What follows belongs to an exercise in optimizing a design on an open flow for small area, a short achievable clock period and few clock cycles; a production flow would make more cautious choices.
At most, simulation tests tie the RTL to the original design; equivalence was not proved.
Only the layout flow was run in run 1; the RTL was not checked for function there.
Power and IR drop assume default switching activity.

==> flow/design.v, too long to show whole: its modules and the start of the top module <==
// module mcv_sinc: 1304 lines
module mcv_sinc (
    input  wire        clk,
    input  wire        rst,
    input  wire        s_valid,
    output reg         s_ready,
    input  wire [1:0]  s_op,       
    input  wire [11:0] s_data,     
    output reg         o_valid,
    output reg  [15:0] o_filt,
    output reg         o_settled
);
  // ...
==> flow/run.sh <==
#!/bin/bash
# synth_recipe.tcl (not shown) runs the flow's synth.tcl, then flattens the netlist and writes it again
# the make line also repeats each setting of config.mk as NAME=value (left out here)
make -C /OpenROAD-flow-scripts/flow DESIGN_CONFIG=/design/flow/config.mk WORK_HOME=/design/flow/orfs CLKGATE_MAP_FILE= SYNTH_SCRIPT=/design/flow/synth_recipe.tcl finish
==> flow/config.mk <==
export PLATFORM = sky130hd
export DESIGN_NAME = mcv_sinc
export DESIGN_NICKNAME = mcv_sinc
export VERILOG_FILES = /design/flow/design.v
export SDC_FILE = /design/flow/constraint.sdc
export NUM_CORES = 4
export LEC_CHECK = 0
export CAP_MARGIN = 20
export CORE_MARGIN = 2
export CORE_UTILIZATION = 60
export CTS_BUF_LIST = sky130_fd_sc_hd__clkbuf_4 sky130_fd_sc_hd__clkbuf_8
export CTS_CLUSTER_SIZE = 30
export SLEW_MARGIN = 20
==> flow/constraint.sdc <==
create_clock -name core_clock -period 15.0 [get_ports {clk}]
set_input_delay 3.0000 -clock core_clock [delete_from_list [all_inputs] [get_ports {clk}]]
set_output_delay 3.0000 -clock core_clock [all_outputs]
set_load 0.01 [all_outputs]
==> results.cfg, run 1 <==
[pwr]
power_frac_seq_pct = 46.1
pg_clk_uw = 3270
power_frac_comb_pct = 15.6
ir_worst_vdd_mv = 0.1145

[layout]
n_fill_cell = 7073
buffer_area_share_pct = 1.108
area_delta_synth_final_pct = 10.78
multi_input_area_mm2 = 0.02552

[clock_network]
clockRootBuffer = clkbuf_8
cts_buffers = 198
clk_latency_ps = 900
clk_pin_slew_ps = 70

[die]
dieArea_mm2 = 0.09175
ios = 36

[yosys]
yosys_warnings = 2
synth_cells = 5028
synth.mux.area_fraction_pct = 1.270
yosysTopAreaCellShare_pct = 47.01
synth-xor-area-share_pct = 6.143

[global_route]
antenna_found_initial = 3
grt_start_max_net_pins = 54

[placed_design]
gp_congestion = 0.8895
dp_hpwl_um = 93460
dp_cells = 5993

[hold_path]
holdPathStages = 0
min_from = s5_k[1]
min_path_type = reg -> reg

[timing]
period_needed_ps = 4819
relSlewSlack_pct = 25.91
tightestPinTransition_ps = 1110

[outcome]
status = complete, no violations

[setup_path]
cpPeakStageDelay_ps = 560
ff2ff_path_depth = 12

[routing]
first_pass_iters = 26
==> run 2: changes to the inputs <==
--- a/flow/design.v
+++ b/flow/design.v
@@ -10,260 +10,242 @@
     output reg         o_settled
 );
     localparam OP_SAMPLE  = 2'd0;
     localparam OP_RESTART = 2'd1;
     localparam OP_CONFIG  = 2'd2;
     localparam OP_NOP     = 2'd3;
     function [4:0] rom_sh;       
         input [5:0] kd;
-        case (kd)
-        6'd0: rom_sh = 5'd0;
-        6'd1: rom_sh = 5'd1;
-        6'd2: rom_sh = 5'd1;
-        6'd3: rom_sh = 5'd2;
-        6'd4: rom_sh = 5'd2;
-        6'd5: rom_sh = 5'd2;
-        6'd6: rom_sh = 5'd2;
-        6'd7: rom_sh = 5'd3;
-        6'd8: rom_sh = 5'd3;
-        6'd9: rom_sh = 5'd3;
-        6'd10: rom_sh = 5'd3;
-        6'd11: rom_sh = 5'd3;
-        6'd12: rom_sh = 5'd3;
-        6'd13: rom_sh = 5'd3;
-        6'd14: rom_sh = 5'd3;
-        6'd15: rom_sh = 5'd4;
-        6'd16: rom_sh = 5'd0;
-        6'd17: rom_sh = 5'd2;
-        6'd18: rom_sh = 5'd3;
-        6'd19: rom_sh = 5'd4;
-        6'd20: rom_sh = 5'd4;
-        6'd21: rom_sh = 5'd5;
-        6'd22: rom_sh = 5'd5;
-        6'd23: rom_sh = 5'd6;
-        6'd24: rom_sh = 5'd6;
-        6'd25: rom_sh = 5'd6;
-        6'd26: rom_sh = 5'd6;
-        6'd27: rom_sh = 5'd7;
-        6'd28: rom_sh = 5'd7;
-        6'd29: rom_sh = 5'd7;
-        6'd30: rom_sh = 5'd7;
-        6'd31: rom_sh = 5'd8;
-        6'd32: rom_sh = 5'd0;
-        6'd33: rom_sh = 5'd3;
-        6'd34: rom_sh = 5'd4;
-        6'd35: rom_sh = 5'd6;
-        6'd36: rom_sh = 5'd6;
-        6'd37: rom_sh = 5'd7;
-        6'd38: rom_sh = 5'd8;
-        6'd39: rom_sh = 5'd9;
-        6'd40: rom_sh = 5'd9;
-        6'd41: rom_sh = 5'd9;
-        6'd42: rom_sh = 5'd10;
-        6'd43: rom_sh = 5'd10;
-        6'd44: rom_sh = 5'd11;
-        6'd45: rom_sh = 5'd11;
-        6'd46: rom_sh = 5'd11;
-        6'd47: rom_sh = 5'd12;
-        6'd48: rom_sh = 5'd0;
-        6'd49: rom_sh = 5'd4;
-        6'd50: rom_sh = 5'd6;
-        6'd51: rom_sh = 5'd8;
-        6'd52: rom_sh = 5'd9;
-        6'd53: rom_sh = 5'd10;
-        6'd54: rom_sh = 5'd11;
-        6'd55: rom_sh = 5'd12;
-        6'd56: rom_sh = 5'd12;
-        6'd57: rom_sh = 5'd13;
-        6'd58: rom_sh = 5'd13;
-        6'd59: rom_sh = 5'd14;
-        6'd60: rom_sh = 5'd14;
-        6'd61: rom_sh = 5'd15;
-        6'd62: rom_sh = 5'd15;
-        6'd63: rom_sh = 5'd16;
-        endcase
+        rom_sh = ({5{kd == 6'd0}} & 5'd0)
+            | ({5{kd == 6'd1}} & 5'd1)
+            | ({5{kd == 6'd2}} & 5'd1)
+            | ({5{kd == 6'd3}} & 5'd2)
+            | ({5{kd == 6'd4}} & 5'd2)
+            | ({5{kd == 6'd5}} & 5'd2)
+            | ({5{kd == 6'd6}} & 5'd2)
+            | ({5{kd == 6'd7}} & 5'd3)
+            | ({5{kd == 6'd8}} & 5'd3)
+            | ({5{kd == 6'd9}} & 5'd3)
+            | ({5{kd == 6'd10}} & 5'd3)
+            | ({5{kd == 6'd11}} & 5'd3)
+            | ({5{kd == 6'd12}} & 5'd3)
+            | ({5{kd == 6'd13}} & 5'd3)
+            | ({5{kd == 6'd14}} & 5'd3)
+            | ({5{kd == 6'd15}} & 5'd4)
+            | ({5{kd == 6'd16}} & 5'd0)
+            | ({5{kd == 6'd17}} & 5'd2)
+            | ({5{kd == 6'd18}} & 5'd3)
+            | ({5{kd == 6'd19}} & 5'd4)
+            | ({5{kd == 6'd20}} & 5'd4)
+            | ({5{kd == 6'd21}} & 5'd5)
+            | ({5{kd == 6'd22}} & 5'd5)
+            | ({5{kd == 6'd23}} & 5'd6)
+            | ({5{kd == 6'd24}} & 5'd6)
+            | ({5{kd == 6'd25}} & 5'd6)
+            | ({5{kd == 6'd26}} & 5'd6)
+            | ({5{kd == 6'd27}} & 5'd7)
+            | ({5{kd == 6'd28}} & 5'd7)
+            | ({5{kd == 6'd29}} & 5'd7)
+            | ({5{kd == 6'd30}} & 5'd7)
+            | ({5{kd == 6'd31}} & 5'd8)
+            | ({5{kd == 6'd32}} & 5'd0)
+            | ({5{kd == 6'd33}} & 5'd3)
+            | ({5{kd == 6'd34}} & 5'd4)
+            | ({5{kd == 6'd35}} & 5'd6)
+            | ({5{kd == 6'd36}} & 5'd6)
+            | ({5{kd == 6'd37}} & 5'd7)
+            | ({5{kd == 6'd38}} & 5'd8)
+            | ({5{kd == 6'd39}} & 5'd9)
+            | ({5{kd == 6'd40}} & 5'd9)
+            | ({5{kd == 6'd41}} & 5'd9)
+            | ({5{kd == 6'd42}} & 5'd10)
+            | ({5{kd == 6'd43}} & 5'd10)
+            | ({5{kd == 6'd44}} & 5'd11)
+            | ({5{kd == 6'd45}} & 5'd11)
+            | ({5{kd == 6'd46}} & 5'd11)
+            | ({5{kd == 6'd47}} & 5'd12)
+            | ({5{kd == 6'd48}} & 5'd0)
+            | ({5{kd == 6'd49}} & 5'd4)
+            | ({5{kd == 6'd50}} & 5'd6)
+            | ({5{kd == 6'd51}} & 5'd8)
+            | ({5{kd == 6'd52}} & 5'd9)
+            | ({5{kd == 6'd53}} & 5'd10)
+            | ({5{kd == 6'd54}} & 5'd11)
+            | ({5{kd == 6'd55}} & 5'd12)
+            | ({5{kd == 6'd56}} & 5'd12)
+            | ({5{kd == 6'd57}} & 5'd13)
+            | ({5{kd == 6'd58}} & 5'd13)
+            | ({5{kd == 6'd59}} & 5'd14)
+            | ({5{kd == 6'd60}} & 5'd14)
+            | ({5{kd == 6'd61}} & 5'd15)
+            | ({5{kd == 6'd62}} & 5'd15)
+            | ({5{kd == 6'd63}} & 5'd16);
     endfunction
     function [17:0] rom_m;       
-        input [5:0] kd;
-        case (kd)
-        6'd0: rom_m = 18'd262143;
-        6'd1: rom_m = 18'd262143;
-        6'd2: rom_m = 18'd174762;
-        6'd3: rom_m = 18'd262143;
-        6'd4: rom_m = 18'd209715;
-        6'd5: rom_m = 18'd174762;
-        6'd6: rom_m = 18'd149796;
-        6'd7: rom_m = 18'd262143;
-        6'd8: rom_m = 18'd233016;
-        6'd9: rom_m = 18'd209715;
-        6'd10: rom_m = 18'd190650;
-        6'd11: rom_m = 18'd174762;
-        6'd12: rom_m = 18'd161319;
-        6'd13: rom_m = 18'd149796;
-        6'd14: rom_m = 18'd139810;
-        6'd15: rom_m = 18'd262143;
-        6'd16: rom_m = 18'd262143;
-        6'd17: rom_m = 18'd262143;
-        6'd18: rom_m = 18'd233016;
-        6'd19: rom_m = 18'd262143;
-        6'd20: rom_m = 18'd167772;
-        6'd21: rom_m = 18'd233016;
-        6'd22: rom_m = 18'd171196;
-        6'd23: rom_m = 18'd262143;
-        6'd24: rom_m = 18'd207126;
-        6'd25: rom_m = 18'd167772;
-        6'd26: rom_m = 18'd138654;
-        6'd27: rom_m = 18'd233016;
-        6'd28: rom_m = 18'd198546;
-        6'd29: rom_m = 18'd171196;
-        6'd30: rom_m = 18'd149130;
-        6'd31: rom_m = 18'd262143;
-        6'd32: rom_m = 18'd262143;
-        6'd33: rom_m = 18'd262143;
-        6'd34: rom_m = 18'd155344;
-        6'd35: rom_m = 18'd262143;
-        6'd36: rom_m = 18'd134217;
-        6'd37: rom_m = 18'd155344;
-        6'd38: rom_m = 18'd195652;
-        6'd39: rom_m = 18'd262143;
-        6'd40: rom_m = 18'd184112;
-        6'd41: rom_m = 18'd134217;
-        6'd42: rom_m = 18'd201679;
-        6'd43: rom_m = 18'd155344;
-        6'd44: rom_m = 18'd244365;
-        6'd45: rom_m = 18'd195652;
-        6'd46: rom_m = 18'd159072;
-        6'd47: rom_m = 18'd262143;
-        6'd48: rom_m = 18'd262143;
-        6'd49: rom_m = 18'd262143;
-        6'd50: rom_m = 18'd207126;
-        6'd51: rom_m = 18'd262143;
-        6'd52: rom_m = 18'd214748;
-        6'd53: rom_m = 18'd207126;
-        6'd54: rom_m = 18'd223603;
-        6'd55: rom_m = 18'd262143;
-        6'd56: rom_m = 18'd163655;
-        6'd57: rom_m = 18'd214748;
-        6'd58: rom_m = 18'd146676;
-        6'd59: rom_m = 18'd207126;
-        6'd60: rom_m = 18'd150378;
-        6'd61: rom_m = 18'd223603;
-        6'd62: rom_m = 18'd169677;
-        6'd63: rom_m = 18'd262143;
-        endcase
+        input [4:0] ko;          
+        rom_m = ({18{ko == 5'd0}} & 18'd262143)
+            | ({18{ko == 5'd1}} & 18'd174762)
+            | ({18{ko == 5'd2}} & 18'd209715)
+            | ({18{ko == 5'd3}} & 18'd149796)
+            | ({18{ko == 5'd4}} & 18'd233016)
+            | ({18{ko == 5'd5}} & 18'd190650)
+            | ({18{ko == 5'd6}} & 18'd161319)
+            | ({18{ko == 5'd7}} & 18'd139810)
+            | ({18{ko == 5'd8}} & 18'd262143)
+            | ({18{ko == 5'd9}} & 18'd233016)
+            | ({18{ko == 5'd10}} & 18'd167772)
+            | ({18{ko == 5'd11}} & 18'd171196)
+            | ({18{ko == 5'd12}} & 18'd207126)
+            | ({18{ko == 5'd13}} & 18'd138654)
+            | ({18{ko == 5'd14}} & 18'd198546)
+            | ({18{ko == 5'd15}} & 18'd149130)
+            | ({18{ko == 5'd16}} & 18'd262143)
+            | ({18{ko == 5'd17}} & 18'd155344)
+            | ({18{ko == 5'd18}} & 18'd134217)
+            | ({18{ko == 5'd19}} & 18'd195652)
+            | ({18{ko == 5'd20}} & 18'd184112)
+            | ({18{ko == 5'd21}} & 18'd201679)
+            | ({18{ko == 5'd22}} & 18'd244365)
+            | ({18{ko == 5'd23}} & 18'd159072)
+            | ({18{ko == 5'd24}} & 18'd262143)
+            | ({18{ko == 5'd25}} & 18'd207126)
+            | ({18{ko == 5'd26}} & 18'd214748)
+            | ({18{ko == 5'd27}} & 18'd223603)
+            | ({18{ko == 5'd28}} & 18'd163655)
+            | ({18{ko == 5'd29}} & 18'd146676)
+            | ({18{ko == 5'd30}} & 18'd150378)
+            | ({18{ko == 5'd31}} & 18'd169677);
+    endfunction
+    function [2:0] odd_idx;      
+        input [3:0] dm1;         
+        odd_idx = ({3{dm1 == 4'd2 || dm1 == 4'd5 || dm1 == 4'd11}} & 3'd1)    
+                | ({3{dm1 == 4'd4 || dm1 == 4'd9}} & 3'd2)                    
+                | ({3{dm1 == 4'd6 || dm1 == 4'd13}} & 3'd3)                   
+                | ({3{dm1 == 4'd8}} & 3'd4)                                   
+                | ({3{dm1 == 4'd10}} & 3'd5)                                  
+                | ({3{dm1 == 4'd12}} & 3'd6)                                  
+                | ({3{dm1 == 4'd14}} & 3'd7);                                 
     endfunction
     function [16:0] rom_d;       
         input [5:0] kd;
-        case (kd)
-        6'd0: rom_d = 17'd1;
-        6'd1: rom_d = 17'd2;
-        6'd2: rom_d = 17'd3;
-        6'd3: rom_d = 17'd4;
-        6'd4: rom_d = 17'd5;
-        6'd5: rom_d = 17'd6;
-        6'd6: rom_d = 17'd7;
-        6'd7: rom_d = 17'd8;
-        6'd8: rom_d = 17'd9;
-        6'd9: rom_d = 17'd10;
-        6'd10: rom_d = 17'd11;
-        6'd11: rom_d = 17'd12;
-        6'd12: rom_d = 17'd13;
-        6'd13: rom_d = 17'd14;
-        6'd14: rom_d = 17'd15;
-        6'd15: rom_d = 17'd16;
-        6'd16: rom_d = 17'd1;
-        6'd17: rom_d = 17'd4;
-        6'd18: rom_d = 17'd9;
-        6'd19: rom_d = 17'd16;
-        6'd20: rom_d = 17'd25;
-        6'd21: rom_d = 17'd36;
-        6'd22: rom_d = 17'd49;
-        6'd23: rom_d = 17'd64;
-        6'd24: rom_d = 17'd81;
-        6'd25: rom_d = 17'd100;
-        6'd26: rom_d = 17'd121;
-        6'd27: rom_d = 17'd144;
-        6'd28: rom_d = 17'd169;
-        6'd29: rom_d = 17'd196;
-        6'd30: rom_d = 17'd225;
-        6'd31: rom_d = 17'd256;
-        6'd32: rom_d = 17'd1;
-        6'd33: rom_d = 17'd8;
-        6'd34: rom_d = 17'd27;
-        6'd35: rom_d = 17'd64;
-        6'd36: rom_d = 17'd125;
-        6'd37: rom_d = 17'd216;
-        6'd38: rom_d = 17'd343;
-        6'd39: rom_d = 17'd512;
-        6'd40: rom_d = 17'd729;
-        6'd41: rom_d = 17'd1000;
-        6'd42: rom_d = 17'd1331;
-        6'd43: rom_d = 17'd1728;
-        6'd44: rom_d = 17'd2197;
-        6'd45: rom_d = 17'd2744;
-        6'd46: rom_d = 17'd3375;
-        6'd47: rom_d = 17'd4096;
-        6'd48: rom_d = 17'd1;
-        6'd49: rom_d = 17'd16;
-        6'd50: rom_d = 17'd81;
-        6'd51: rom_d = 17'd256;
-        6'd52: rom_d = 17'd625;
-        6'd53: rom_d = 17'd1296;
-        6'd54: rom_d = 17'd2401;
-        6'd55: rom_d = 17'd4096;
-        6'd56: rom_d = 17'd6561;
-        6'd57: rom_d = 17'd10000;
-        6'd58: rom_d = 17'd14641;
-        6'd59: rom_d = 17'd20736;
-        6'd60: rom_d = 17'd28561;
-        6'd61: rom_d = 17'd38416;
-        6'd62: rom_d = 17'd50625;
-        6'd63: rom_d = 17'd65536;
-        endcase
+        rom_d = ({17{kd == 6'd0}} & 17'd1)
+            | ({17{kd == 6'd1}} & 17'd2)
+            | ({17{kd == 6'd2}} & 17'd3)
+            | ({17{kd == 6'd3}} & 17'd4)
+            | ({17{kd == 6'd4}} & 17'd5)
+            | ({17{kd == 6'd5}} & 17'd6)
+            | ({17{kd == 6'd6}} & 17'd7)
+            | ({17{kd == 6'd7}} & 17'd8)
+            | ({17{kd == 6'd8}} & 17'd9)
+            | ({17{kd == 6'd9}} & 17'd10)
+            | ({17{kd == 6'd10}} & 17'd11)
+            | ({17{kd == 6'd11}} & 17'd12)
+            | ({17{kd == 6'd12}} & 17'd13)
+            | ({17{kd == 6'd13}} & 17'd14)
+            | ({17{kd == 6'd14}} & 17'd15)
+            | ({17{kd == 6'd15}} & 17'd16)
+            | ({17{kd == 6'd16}} & 17'd1)
+            | ({17{kd == 6'd17}} & 17'd4)
+            | ({17{kd == 6'd18}} & 17'd9)
+            | ({17{kd == 6'd19}} & 17'd16)
+            | ({17{kd == 6'd20}} & 17'd25)
+            | ({17{kd == 6'd21}} & 17'd36)
+            | ({17{kd == 6'd22}} & 17'd49)
+            | ({17{kd == 6'd23}} & 17'd64)
+            | ({17{kd == 6'd24}} & 17'd81)
+            | ({17{kd == 6'd25}} & 17'd100)
+            | ({17{kd == 6'd26}} & 17'd121)
+            | ({17{kd == 6'd27}} & 17'd144)
+            | ({17{kd == 6'd28}} & 17'd169)
+            | ({17{kd == 6'd29}} & 17'd196)
+            | ({17{kd == 6'd30}} & 17'd225)
+            | ({17{kd == 6'd31}} & 17'd256)
+            | ({17{kd == 6'd32}} & 17'd1)
+            | ({17{kd == 6'd33}} & 17'd8)
+            | ({17{kd == 6'd34}} & 17'd27)
+            | ({17{kd == 6'd35}} & 17'd64)
+            | ({17{kd == 6'd36}} & 17'd125)
+            | ({17{kd == 6'd37}} & 17'd216)
+            | ({17{kd == 6'd38}} & 17'd343)
+            | ({17{kd == 6'd39}} & 17'd512)
+            | ({17{kd == 6'd40}} & 17'd729)
+            | ({17{kd == 6'd41}} & 17'd1000)
+            | ({17{kd == 6'd42}} & 17'd1331)
+            | ({17{kd == 6'd43}} & 17'd1728)
+            | ({17{kd == 6'd44}} & 17'd2197)
+            | ({17{kd == 6'd45}} & 17'd2744)
+            | ({17{kd == 6'd46}} & 17'd3375)
+            | ({17{kd == 6'd47}} & 17'd4096)
+            | ({17{kd == 6'd48}} & 17'd1)
+            | ({17{kd == 6'd49}} & 17'd16)
+            | ({17{kd == 6'd50}} & 17'd81)
+            | ({17{kd == 6'd51}} & 17'd256)
+            | ({17{kd == 6'd52}} & 17'd625)
+            | ({17{kd == 6'd53}} & 17'd1296)
+            | ({17{kd == 6'd54}} & 17'd2401)
+            | ({17{kd == 6'd55}} & 17'd4096)
+            | ({17{kd == 6'd56}} & 17'd6561)
+            | ({17{kd == 6'd57}} & 17'd10000)
+            | ({17{kd == 6'd58}} & 17'd14641)
+            | ({17{kd == 6'd59}} & 17'd20736)
+            | ({17{kd == 6'd60}} & 17'd28561)
+            | ({17{kd == 6'd61}} & 17'd38416)
+            | ({17{kd == 6'd62}} & 17'd50625)
+            | ({17{kd == 6'd63}} & 17'd65536);
     endfunction
     reg [11:0] ring [0:63];
     reg [5:0]  phase;      
     reg        clean;      
     reg [6:0]  cnt;        
     reg [1:0]  ord;        
     reg [3:0]  len;        
     reg [15:0] lenh;       
     reg [4:1]  tm;         
+    reg        f13, f23, f3, f4;    
     wire acc    = s_valid && s_ready && !rst;
     wire acc_s  = acc && (s_op == OP_SAMPLE);
     wire acc_rc = acc && (s_op == OP_RESTART || s_op == OP_CONFIG);
     wire [5:0] phase_n = (acc && s_op != OP_NOP) ? 6'd0 : phase + 6'd1;
     wire       clean_n = acc_rc ? 1'b1 : (acc_s ? 1'b0 : clean);
     always @(posedge clk) begin
         if (rst) begin
             s_ready <= 1'b1;
             phase   <= 6'd0;
             clean   <= 1'b1;
             cnt     <= 7'd0;
             ord     <= 2'd0;
             len     <= 4'd0;
             lenh    <= 16'd1;
             tm      <= 4'd0;
+            f13     <= 1'b1;
+            f23     <= 1'b0;
+            f3      <= 1'b0;
+            f4      <= 1'b0;
         end else begin
             s_ready <= clean_n || (phase_n == 6'd0);
             phase   <= phase_n;
             clean   <= clean_n;
             if (acc_rc)
                 cnt <= 7'd0;
             else if (acc_s && cnt != 7'd64)
                 cnt <= cnt + 7'd1;
             if (acc_rc)
                 tm <= 4'd0;
             else if (acc_s)
-                tm <= tm | {cnt == d4 - 7'd1, cnt == d3 - 7'd1, cnt == d2 - 7'd1, cnt == d1 - 7'd1};
+                tm <= tm | ({cnt == d4 - 7'd1, cnt == d3 - 7'd1, cnt == d2 - 7'd1, cnt == d1 - 7'd1}
+                            & {f4, f3 | f4, !f13 | f3, 1'b1});
             if (acc && s_op == OP_CONFIG) begin
                 ord <= s_data[1:0];
                 len <= s_data[5:2];
                 lenh <= 16'd1 << s_data[5:2];
+                f13 <= !s_data[0];
+                f23 <= s_data[1:0] == 2'd1 || s_data[1:0] == 2'd2;
+                f3  <= s_data[1:0] == 2'd2;
+                f4  <= s_data[1:0] == 2'd3;
             end
         end
     end
     wire [6:0] d1 = {3'd0, len} + 7'd1;
     wire [6:0] d2 = {d1[5:0], 1'b0};
     wire [6:0] d3 = d1 + d2;
     wire [6:0] d4 = {d1[4:0], 2'b00};
     integer i;
@@ -331,30 +313,26 @@
                     | ({12{lenh[8]}} & ring[35])
                     | ({12{lenh[9]}} & ring[39])
                     | ({12{lenh[10]}} & ring[43])
                     | ({12{lenh[11]}} & ring[47])
                     | ({12{lenh[12]}} & ring[51])
                     | ({12{lenh[13]}} & ring[55])
                     | ({12{lenh[14]}} & ring[59])
                     | ({12{lenh[15]}} & ring[63]);
-    wire [11:0] t1 = tm[1] ? r1 : 12'd0;
-    wire [11:0] t2 = (tm[2] && ord >= 2'd1) ? r2 : 12'd0;
-    wire [11:0] t3 = (tm[3] && ord >= 2'd2) ? r3 : 12'd0;
-    wire [11:0] t4 = (tm[4] && ord == 2'd3) ? r4 : 12'd0;
+    wire [11:0] t1 = {12{tm[1]}} & r1;
+    wire [11:0] t2 = {12{tm[2]}} & r2;
+    wire [11:0] t3 = {12{tm[3]}} & r3;
+    wire [11:0] t4 = {12{tm[4]}} & r4;
     wire [6:0]  kd = (ord == 2'd0) ? d1 : (ord == 2'd1) ? d2 : (ord == 2'd2) ? d3 : d4;
-    reg [14:0] a2a, a2b, a1a, a1b, a3;
-    always @(*) begin
-        case (ord)
-        2'd0: begin a2a = 15'd0;            a2b = 15'd0;             a1a = {3'd0, t1};       a1b = 15'd0;             a3 = 15'd0; end
-        2'd1: begin a2a = {3'd0, t2};       a2b = 15'd0;             a1a = 15'd0;            a1b = {2'd0, t1, 1'b0};  a3 = 15'd0; end
-        2'd2: begin a2a = {3'd0, t2};       a2b = {2'd0, t2, 1'b0};  a1a = {3'd0, t1};       a1b = {2'd0, t1, 1'b0};  a3 = {3'd0, t3}; end
-        default: begin a2a = {2'd0, t2, 1'b0}; a2b = {1'd0, t2, 2'b00}; a1a = 15'd0;         a1b = {1'd0, t1, 2'b00}; a3 = {1'd0, t3, 2'b00}; end
-        endcase
-    end
+    wire [14:0] a2a = ({15{!f4}} & {3'd0, t2}) | ({15{f4}} & {2'd0, t2, 1'b0});
+    wire [14:0] a2b = ({15{f3}} & {2'd0, t2, 1'b0}) | ({15{f4}} & {1'd0, t2, 2'b00});
+    wire [14:0] a1a = {15{f13}} & {3'd0, t1};
+    wire [14:0] a1b = ({15{f23}} & {2'd0, t1, 1'b0}) | ({15{f4}} & {1'd0, t1, 2'b00});
+    wire [14:0] a3  = ({15{!f4}} & {3'd0, t3}) | ({15{f4}} & {1'd0, t3, 2'b00});
     wire cq_1 = ~a1a[0];
     wire cq_2 = ~a1b[0];
     wire cq_3 = ~a3[0];
     wire cq_4 = ~a1a[1];
     wire cq_5 = ~a1b[1];
     wire cq_6 = ~a3[1];
     wire cq_7 = ~a1a[2];
     wire cq_8 = ~a1b[2];
@@ -558,41 +536,42 @@
     end
     reg [18:0] int1;
     reg [21:0] int2;
     reg [24:0] int3;
     reg [27:0] int4;
     reg        s2_v, s2_first, s2_set;  reg [1:0] s2_k; reg [3:0] s2_d;
     reg        s3_v, s3_first, s3_set;  reg [1:0] s3_k; reg [3:0] s3_d;
     reg        s4_v, s4_first, s4_set;  reg [1:0] s4_k; reg [3:0] s4_d;
-    reg        s5_v, s5_set;            reg [1:0] s5_k; reg [3:0] s5_d;
+    reg        s5_v, s5_set;            reg [1:0] s5_k; reg [3:0] s5_d; reg [4:0] s5_sh;
     always @(posedge clk) begin
         if (s1_v)
             int1 <= ((s1_first || s1_k != 2'd3) ? 19'd0 : int1) + s1_r0 + s1_r1 + {7'd0, ring[0]};
         s2_v <= s1_v && !rst; s2_first <= s1_first; s2_set <= s1_set; s2_k <= s1_k; s2_d <= s1_d;
         int2 <= ((s2_v && (s2_first || s2_k < 2'd2)) ? 22'd0 : int2)
               + (s2_v ? {{3{int1[18]}}, int1} : 22'd0);
         s3_v <= s2_v && !rst; s3_first <= s2_first; s3_set <= s2_set; s3_k <= s2_k; s3_d <= s2_d;
         int3 <= ((s3_v && (s3_first || s3_k == 2'd0)) ? 25'd0 : int3)
               + (s3_v ? {{3{int2[21]}}, int2} : 25'd0);
         s4_v <= s3_v && !rst; s4_first <= s3_first; s4_set <= s3_set; s4_k <= s3_k; s4_d <= s3_d;
         int4 <= ((s4_v && s4_first) ? 28'd0 : int4)
               + (s4_v ? {{3{int3[24]}}, int3} : 28'd0);
         s5_v <= s4_v && !rst; s5_set <= s4_set; s5_k <= s4_k; s5_d <= s4_d;
+        s5_sh <= rom_sh({s4_k, s4_d});
     end
-    wire [4:0]  shn  = rom_sh({s5_k, s5_d});
+    wire [4:0]  shn  = s5_sh;
     wire [32:0] sh0  = {int4, 5'd0};
     wire [32:0] sh1  = shn[4] ? {16'd0, sh0[32:16]} : sh0;
     wire [32:0] sh2  = shn[3] ? {8'd0, sh1[32:8]} : sh1;
     wire [32:0] sh3  = shn[2] ? {4'd0, sh2[32:4]} : sh2;
     wire [32:0] sh4  = shn[1] ? {2'd0, sh3[32:2]} : sh3;
     wire [32:0] s_sh = shn[0] ? {1'd0, sh4[32:1]} : sh4;
     genvar g;
     wire [9:0] pneg, pone, ptwo;
-    wire [19:0] mx = {2'b00, rom_m({s5_k, s5_d})};
+    wire [19:0] mx = {2'b00, rom_m({s5_k, odd_idx(s5_d)})};
     generate
         for (g = 0; g < 10; g = g + 1) begin : pdig
             wire b2 = mx[2*g+1];
             wire b1 = mx[2*g];
             wire b0 = (g > 0) ? mx[2*g-1] : 1'b0;
             assign pneg[g] = b2;
             assign pone[g] = b1 ^ b0;
             assign ptwo[g] = (b2 & ~b1 & ~b0) | (~b2 & b1 & b0);
@@ -1008,30 +987,28 @@
     wire pq_391 = (pq_348 & 1'b1) | (pq_348 & pq_347) | (1'b1 & pq_347);
     wire pq_392 = pq_141 ^ pq_142 ^ pq_349;
     wire pq_393 = (pq_141 & pq_142) | (pq_141 & pq_349) | (pq_142 & pq_349);
     wire pq_394 = pq_143 ^ 1'b1;
     wire pq_395 = pq_143 & 1'b1;
     wire [36:0] pq_r0 = {pq_394, pq_392, pq_390, pq_388, pq_386, pq_384, pq_382, pq_380, pq_378, pq_376, pq_374, pq_372, pq_370, pq_368, pq_366, pq_364, pq_362, pq_360, pq_358, pq_356, pq_354, pq_352, pq_350, 1'b0, 1'b0, 1'b0, 1'b0, 1'b0, 1'b0, 1'b0, 1'b0, 1'b0, 1'b0, 1'b0, 1'b0, 1'b0, 1'b0};
     wire [36:0] pq_r1 = {pq_393, pq_391, pq_389, pq_387, pq_385, pq_383, pq_381, pq_379, pq_377, pq_375, pq_373, pq_371, pq_369, pq_367, pq_365, pq_363, pq_361, pq_359, pq_357, pq_355, pq_353, pq_351, s6_pneg[7], 1'b0, 1'b0, 1'b0, 1'b0, 1'b0, 1'b0, 1'b0, 1'b0, 1'b0, 1'b0, 1'b0, 1'b0, 1'b0, 1'b0};
     reg        s6b_v, s6b_set;
-    reg [1:0]  s6b_k;
-    reg [3:0]  s6b_d;
+    reg [16:0] s6b_dd;
     reg [13:0] s6b_lo;
     reg [22:0] s6b_h0, s6b_h1;
     always @(posedge clk) begin
         s6b_v   <= s6_v && !rst;
         s6b_set <= s6_set;
-        s6b_k   <= s6_k;
-        s6b_d   <= s6_d;
+        s6b_dd  <= rom_d({s6_k, s6_d});
         s6b_lo  <= s6_lo;
         s6b_h0  <= pq_r0[36:14];
         s6b_h1  <= pq_r1[36:14];
     end
-    wire [17:0] dx = {1'b0, rom_d({s6b_k, s6b_d})};
+    wire [17:0] dx = {1'b0, s6b_dd};
     wire [8:0] zneg, zone, ztwo;
     generate
         for (g = 0; g < 9; g = g + 1) begin : zdig
             wire b2 = dx[2*g+1];
             wire b1 = dx[2*g];
             wire b0 = (g > 0) ? dx[2*g-1] : 1'b0;
             assign zneg[g] = b2;
             assign zone[g] = b1 ^ b0;
==> flow/flow/run.sh (new file) <==
#!/bin/bash
# The standard layout (standard.sh), with one change: the input and
# output ports are buffered with buf_4 rather than the cell buffer_ports
# picks by default. Everything else, synthesis included, is the standard flow.
set -euo pipefail
export BUFFER_PORTS_ARGS="-buffer_cell sky130_fd_sc_hd__buf_4"
bash standard.sh > standard.log 2>&1
==> flow/standard.sh (new file) <==
#!/bin/bash
# synth_recipe.tcl (not shown) runs the flow's synth.tcl, then flattens the netlist and writes it again
# the make line also repeats each setting of config.mk as NAME=value (left out here)
make -C /OpenROAD-flow-scripts/flow DESIGN_CONFIG=/design/flow/config.mk WORK_HOME=/design/flow/orfs CLKGATE_MAP_FILE= SYNTH_SCRIPT=/design/flow/synth_recipe.tcl "${@:-finish}"
==> flow/config.mk (replaced) <==
export PLATFORM = sky130hd
export DESIGN_NAME = mcv_sinc
export DESIGN_NICKNAME = mcv_sinc
export VERILOG_FILES = /design/flow/design.v
export SDC_FILE = /design/flow/constraint.sdc
export NUM_CORES = 4
export LEC_CHECK = 0
export CAP_MARGIN = 20
export CORE_MARGIN = 2
export CORE_UTILIZATION = 60
export CTS_BUF_LIST = sky130_fd_sc_hd__clkbuf_16
export CTS_CLUSTER_SIZE = 20
export SLEW_MARGIN = 20
removed: flow/run.sh
==> results.cfg, run 2 <==
[outcome]
status = complete, no violations

[routing]
viasPerCell = 5.941
wirelength_um = 127900
drc = 0
first_pass_iters = 7
num_vias = 37250
drtIter0Drc = 3604
wire_per_inst_um = 20.40
ant_nets = 0

[setup_path]
ff2ff_path_depth = 12
worstPathMaxFanout = 39
critPathArrivalTime_ps = 5420
timing.rr.end = s1_r0[8]
crit_top_cell = nor2_1
crit_chain = buf_4, nor2_1, nand2_1, inv_1, nand4_1, a21oi_1, a31oi_1, nor2_1
cp.required_ps = 15590
crit_path_start_kind = input port
worstSetupEndpointType = register
crit_slowest_cell = nand2_1
reg2reg_slack_ps = 10800
rr_startpoint = lenh[4]
crit_type = in -> reg
cpPeakStageDelay_ps = 750

[timing]
rsz0062_at_grt = no
maxSlewViolCount = 0
finalSetupTns_ps = 0
period_needed_ps = 4828
max_freq_mhz = 207.1
period_share_pct = 32.19
setup_viol = 0
hold_viol_final = 0
skew_ps = 22.48
tightestPinTransition_ps = 1070
relSlewSlack_pct = 28.60

[global_route]
grt_start_max_net_pins = 56
grt.total_usage_pct = 27.93
antenna_found_initial = 0
grt_pass1_vias = 37000
grt_pass1_wl_um = 203500
overflow = 0

[yosys]
yosysTopAreaCellShare_pct = 46.51
synth_cells = 5107
netlist_top_cells_area = dfxtp_1 (47%), fa_1 (9.1%), a22oi_1 (6.5%)
yosysMostFrequentCell = dfxtp_1
synth_edf_count = 19
syn-num-nets = 5604
synth_cell_types = 82
avgSynthCellArea_um2 = 10.51
synth.largest_area_cell = dfxtp_1
async_flop_share_pct = 0
seq_area_frac_synth_pct = 47.57
yosys_most_used_dff = dfxtp_1
syn_area_mm2 = 0.05368
yosys_warnings = 2
ys_seq_elements = 1266
netlist_top_cells_count = dfxtp_1 (1247), a22oi_1 (468), inv_1 (315), nand2_1 (284), fa_1 (245)

[clock_network]
cts_tree = built
hold_buffers = 0
clk_pin_slew_ps = 70
cts_resized = 0
clockRootBuffer = clkbuf_16
htreeDepth = 3
cts_buffer_depth = 3
clk_latency_ps = 720
cts_setup_buffers = 0
cts_buffers = 119
cts.sinks = 1266

[die]
start_util_pct = 60.65
core_mm2 = 0.08851
die_x_um = 303.1
dieArea_mm2 = 0.09187
ios = 36
die_h_um = 303.1
rows = 109

[layout]
antennaDiodeCount = 0
final_cell_mix = dfxtp_1 (1229), a22oi_1 (468), inv_1 (329), nand2_1 (284), fa_1 (245)
area_delta_synth_final_pct = 9.284
stdcell_area_mm2 = 0.05866
final_nets = 5498
final_common_cell = dfxtp_1
layout-drive-gt1-share_pct = 6.503
largest_register = ring
largest_registers = ring (768), int4 (28), int3 (25)
final_core_utilization_pct = 66.28
largest_register_ffs = 768

[pwr]
ir_worst_vdd_mv = 0.1594
finalPower_uw = 8142
p_leak_uw = 0.02360
p_per_area_mw_per_mm2 = 138.8

[hold_path]
worstHoldEndpoint = ring[55][8]
min_from = ring[54][8]
holdPathStages = 0
min_path_type = reg -> reg

[placed_design]
gp_congestion = 0.9336
dp_hpwl_um = 89210
dpl-instance-area_mm2 = 0.05458
portBuffers = 35

[flow_run]
maxCapViolations = 0
[run 2: changes by cell type after synthesis, sizes merged, moves of 19 or more]
cell    change
a22oi      +90
nor2       +23
inv        -23
o21a       +30
nand3      +41
ha         -20
xor2       +19
a22o       -36
a221oi     -28
buf        +28
[run 2: worst max-delay path by stage]
stage          endpoint  cells past startpoint     from  slack [ps]
6_report          tm[4]                      8      rst       10170
5_1_grt           tm[4]                      8      rst       10040
4_1_cts           tm[4]                      8      rst       10210
3_5_place_dp      tm[4]                      8      rst        9480
3_3_place_gp      tm[4]                      8      rst        9500
2_1_floorplan   s_ready                      5  s_op[0]       10740
[run 2: logic make-up (layout without fill, tap and decap cells)]
logic type | after synthesis | count (layout) | synth area share [%]
flops | 1266 | 1266 | 47.57
compound gates | 1258 | 1258 | 16.43
simple gates | 1034 | 1034 | 9.405
buf+inv | 618 | 616 | 4.324
fa+ha+maj | 480 | 480 | 14.61
xor+xnor | 388 | 388 | 6.331
mux | 62 | 62 | 1.322
other cells | 1 | 1 | 0.006986
[run 2: critical path: cells and delay by family]
family / cells / cell delay, ps
compound gates: 2 / 220
simple gates: 4 / 1190
buf+inv: 2 / 990
[run 2: metal layers]
layer  track usage (%)  part of all wire (%)  vias to the layer above  routed length (µm)
met5                 0                     0                        -                   0
met4             10.86                   3.4                        0                4412
met3             4.648                   6.8                      284                8684
met2             46.52                    47                     1460               60330
met1             36.46                    43                    17880               54470
li1                  -                     -                    17630                   -
[run 2: cell type report]
type / count / area [µm²]
tap: 1165 / 1458
timing repair buffer: 73 / 548.0
clock buffer: 120 / 3003
inverter: 318 / 1194
sequential: 1266 / 25560
clock inverter: 105 / 1074
multi-input combinational: 3223 / 25830
fill: 6986 / 29850
[run 2: where the power goes]
group / total [µW] / internal [µW] / switching (µW)
clock network: 3090 / 1780 / 1320
registers: 3900 / 3650 / 245
logic: 1150 / 529 / 621
[run 2: stage by stage]
step           setup WS (ps)  hold WS (ps)  instances
2_1_floorplan          10740         309.6       5107
3_3_place_gp            9496         309.5       6045
3_5_place_dp            9478         312.1       6045
4_1_cts                10210         300.4       6270
5_1_grt                10040         304.9       6270
6_report               10170         312.7       6270
Testbench counts of run 2, summed over its fixed seeds: cycles 12,944.
==> run 3: changes to the inputs <==
==> flow/run.sh (new file) <==
#!/bin/bash
# synth_recipe.tcl (not shown) runs the flow's synth.tcl, then flattens the netlist and writes it again
# the make line also repeats each setting of config.mk as NAME=value (left out here)
make -C /OpenROAD-flow-scripts/flow DESIGN_CONFIG=/design/flow/config.mk WORK_HOME=/design/flow/orfs CLKGATE_MAP_FILE= SYNTH_SCRIPT=/design/flow/synth_recipe.tcl finish
--- a/flow/config.mk
+++ b/flow/config.mk
@@ -9,5 +9,6 @@
 export CORE_MARGIN = 2
 export CORE_UTILIZATION = 60
 export CTS_BUF_LIST = sky130_fd_sc_hd__clkbuf_16
-export CTS_CLUSTER_SIZE = 20
+export CTS_CLUSTER_DIAMETER = 80
+export CTS_CLUSTER_SIZE = 25
 export SLEW_MARGIN = 20
removed: flow/flow/run.sh
removed: flow/standard.sh
==> results.cfg, run 3 <==
[layout]
n_fill_cell = 7189
final_cell_mix = dfxtp_1 (1227), a22oi_1 (468), inv_1 (320), nand2_1 (284), fa_1 (245)
layout-drive-gt1-share_pct = 4.055
largest_register = ring
largest_register_ffs = 768
area_delta_synth_final_pct = 5.832
final_common_cell = dfxtp_1
register_area_mm2 = 0.02556
largest_registers = ring (768), int4 (28), int3 (25)
multi_input_area_mm2 = 0.02582
final_core_utilization_pct = 64.18
final_nets = 5449

[setup_path]
worstPathMaxFanout = 3
cp.required_ps = 12000
crit_chain = clkdlybuf4s50_1
crit_slowest_cell = clkdlybuf4s50_1
cpPeakStageDelay_ps = 560
crit_path_start_kind = register
worstSetupEndpointType = output port
critPathArrivalTime_ps = 1590
critPathBufInv = 1
crit_type = reg -> out
path_delay_family = buffers and inverters

[yosys]
yosysTopAreaCellShare_pct = 46.51
netlist_top_cells_area = dfxtp_1 (47%), fa_1 (9.1%), a22oi_1 (6.5%)
synth_edf_count = 19
syn_area_mm2 = 0.05368
synth.largest_area_cell = dfxtp_1
async_flop_share_pct = 0
yosys_warnings = 2
syn-num-nets = 5604
yosys_most_used_dff = dfxtp_1
netlist_top_cells_count = dfxtp_1 (1247), a22oi_1 (468), inv_1 (315), nand2_1 (284), fa_1 (245)
seq_area_frac_synth_pct = 47.57
synth_cells = 5107
ys_seq_elements = 1266
synth_cell_types = 82
avgSynthCellArea_um2 = 10.51
yosysMostFrequentCell = dfxtp_1

[die]
ios = 36
rows = 109
start_util_pct = 60.65
core_mm2 = 0.08851
die_h_um = 303.1
dieArea_mm2 = 0.09187
die_x_um = 303.1

[clock_network]
clk_pin_slew_ps = 90
cts.sinks = 1266
htreeDepth = 3
clockRootBuffer = clkbuf_16
clk_latency_ps = 680
cts_setup_buffers = 0
cts_tree = built
hold_buffers = 0
cts_buffer_depth = 3
cts_buffers = 67
cts_resized = 0

[timing]
hold_viol_final = 0
tightestPinTransition_ps = 1025
rsz0062_at_grt = no
max_freq_mhz = 218.0
period_needed_ps = 4588
relSlewSlack_pct = 31.57
finalSetupTns_ps = 0
maxSlewViolCount = 0
skew_ps = 44.39
whs_ps = 311.3
period_share_pct = 30.59
fin_ws_ps = 10410
setup_viol = 0

[pwr]
ir_worst_vdd_mv = 0.1106
finalPower_uw = 7095
p_per_area_mw_per_mm2 = 124.9
p_leak_uw = 0.02261

[routing]
wirelength_um = 127000
num_vias = 36690
first_pass_iters = 7
wire_per_inst_um = 20.66
drc = 0
ant_nets = 0
drtIter0Drc = 3668
viasPerCell = 5.969

[global_route]
grt.total_usage_pct = 27.74
grt_start_max_net_pins = 56
antenna_found_initial = 1
grt_pass1_vias = 36610
overflow = 0
grt_pass1_wl_um = 202300

[placed_design]
portBuffers = 35
gp_congestion = 0.9076
dp_hpwl_um = 88830
pre_cts_slack_ps = 9795

[outcome]
status = complete, no violations

[hold_path]
min_path_type = reg -> reg

[flow_run]
maxCapViolations = 0
[run 3: cell types whose count changed in the layout (fill, tap and decap cells not counted), sizes merged]
cell and change:
clkbuf -50, buf -32, clkinv -38, diode +1, bufinv -16, clkdlybuf4s50 +35, inv -13, clkinvlp -10
[run 3: cells by family (layout without fill, tap and decap cells)]
kind of cell	after synthesis	in the layout	share of synthesized area, %
AO/OA/AOI/OAI	1258	1258	16.43
XOR/XNOR	388	388	6.331
adder cells (fa/ha/maj)	480	480	14.61
buffers and inverters	618	492	4.324
flip-flops	1266	1266	47.57
multiplexers	62	62	1.322
other	1	2	0.006986
AND/OR/NAND/NOR	1034	1034	9.405
[run 3: power by group]
part / switching (µW) / internal (µW) / leakage (µW) / total [µW]
combinational: 609 / 540 / 0.0112 / 1150
clock: 1130 / 914 / 0.00105 / 2040
sequential: 257 / 3650 / 0.0103 / 3910
total: 1990 / 5100 / 0.0226 / 7100
[run 3: cell type report]
type                            instances  area share [%]
Multi-Input combinational cell       3223           45.46
Sequential cell                      1266           44.99
Clock buffer                           70           3.083
Tap cell                             1165           2.566
Inverter                              318           2.101
Timing Repair Buffer                   76           1.158
Clock inverter                         28          0.6387
Antenna cell                            1        0.004405
[run 3: path summary, 6_finish.rpt]
check / from / endpoint / slack [ps] / depth (start not counted)
max: s_ready / s_ready / 10410 / 1
min: ring[18][11] / ring[19][11] / 310 / 0
min reg2reg: ring[18][11] / ring[19][11] / 310 / 0
max reg2reg: s1_k[0] / int1[18] / 10670 / 14
[run 3: routing by layer]
layer / share of wire, % / wire length [µm] / up-vias / GRT usage (%)
met5: 0 / 0 / - / 0
met4: 2.9 / 3688 / 0 / 8.761
met3: 6.0 / 7671 / 256 / 3.691
met2: 48 / 60930 / 1254 / 47.02
met1: 43 / 54680 / 17770 / 36.95
li1: - / - / 17410 / -
[run 3: metrics by stage]
stage	instance area, µm²	std cells
floorplan	53680	5107
global placement	54690	6048
detailed placement	54690	6048
CTS	56810	6146
global route	56810	6146
finish	56810	6147

re-timing with driven ports:
Ports are ideal in the flow. The routed layouts listed here were re-timed in OpenROAD.
Step 1: set_driving_cell puts a clkbuf_16 on clk and a buf_2 on each other input, an assumption about the parent block.
Step 2, shift: input delay + t, output delay - t, t = (earliest + latest rising clock arrival at the registers) / 2. This alone moves slack from input paths to output paths.
Slacks: ideal ports / drivers / drivers and shift; pairs: ideal ports / drivers.
| run | shift t [ns] | slack for setup (ns) | latest minus earliest clock arrival (ns) |
|---|---|---|---|
| run 1 | 0.938 | 10.181 / 10.114 / 9.905 | 0.062 / 0.061 |
| run 2 | 0.774 | 10.172 / 10.214 / 9.440 | 0.026 / 0.026 |
| run 3 | 0.728 | 10.412 / 10.343 / 9.791 | 0.047 / 0.047 |
After both steps setup and hold are still met in every run listed. The setup slack of run 2, which loses most, moves by +0.042 ns with the drivers and by -0.732 ns with both steps.
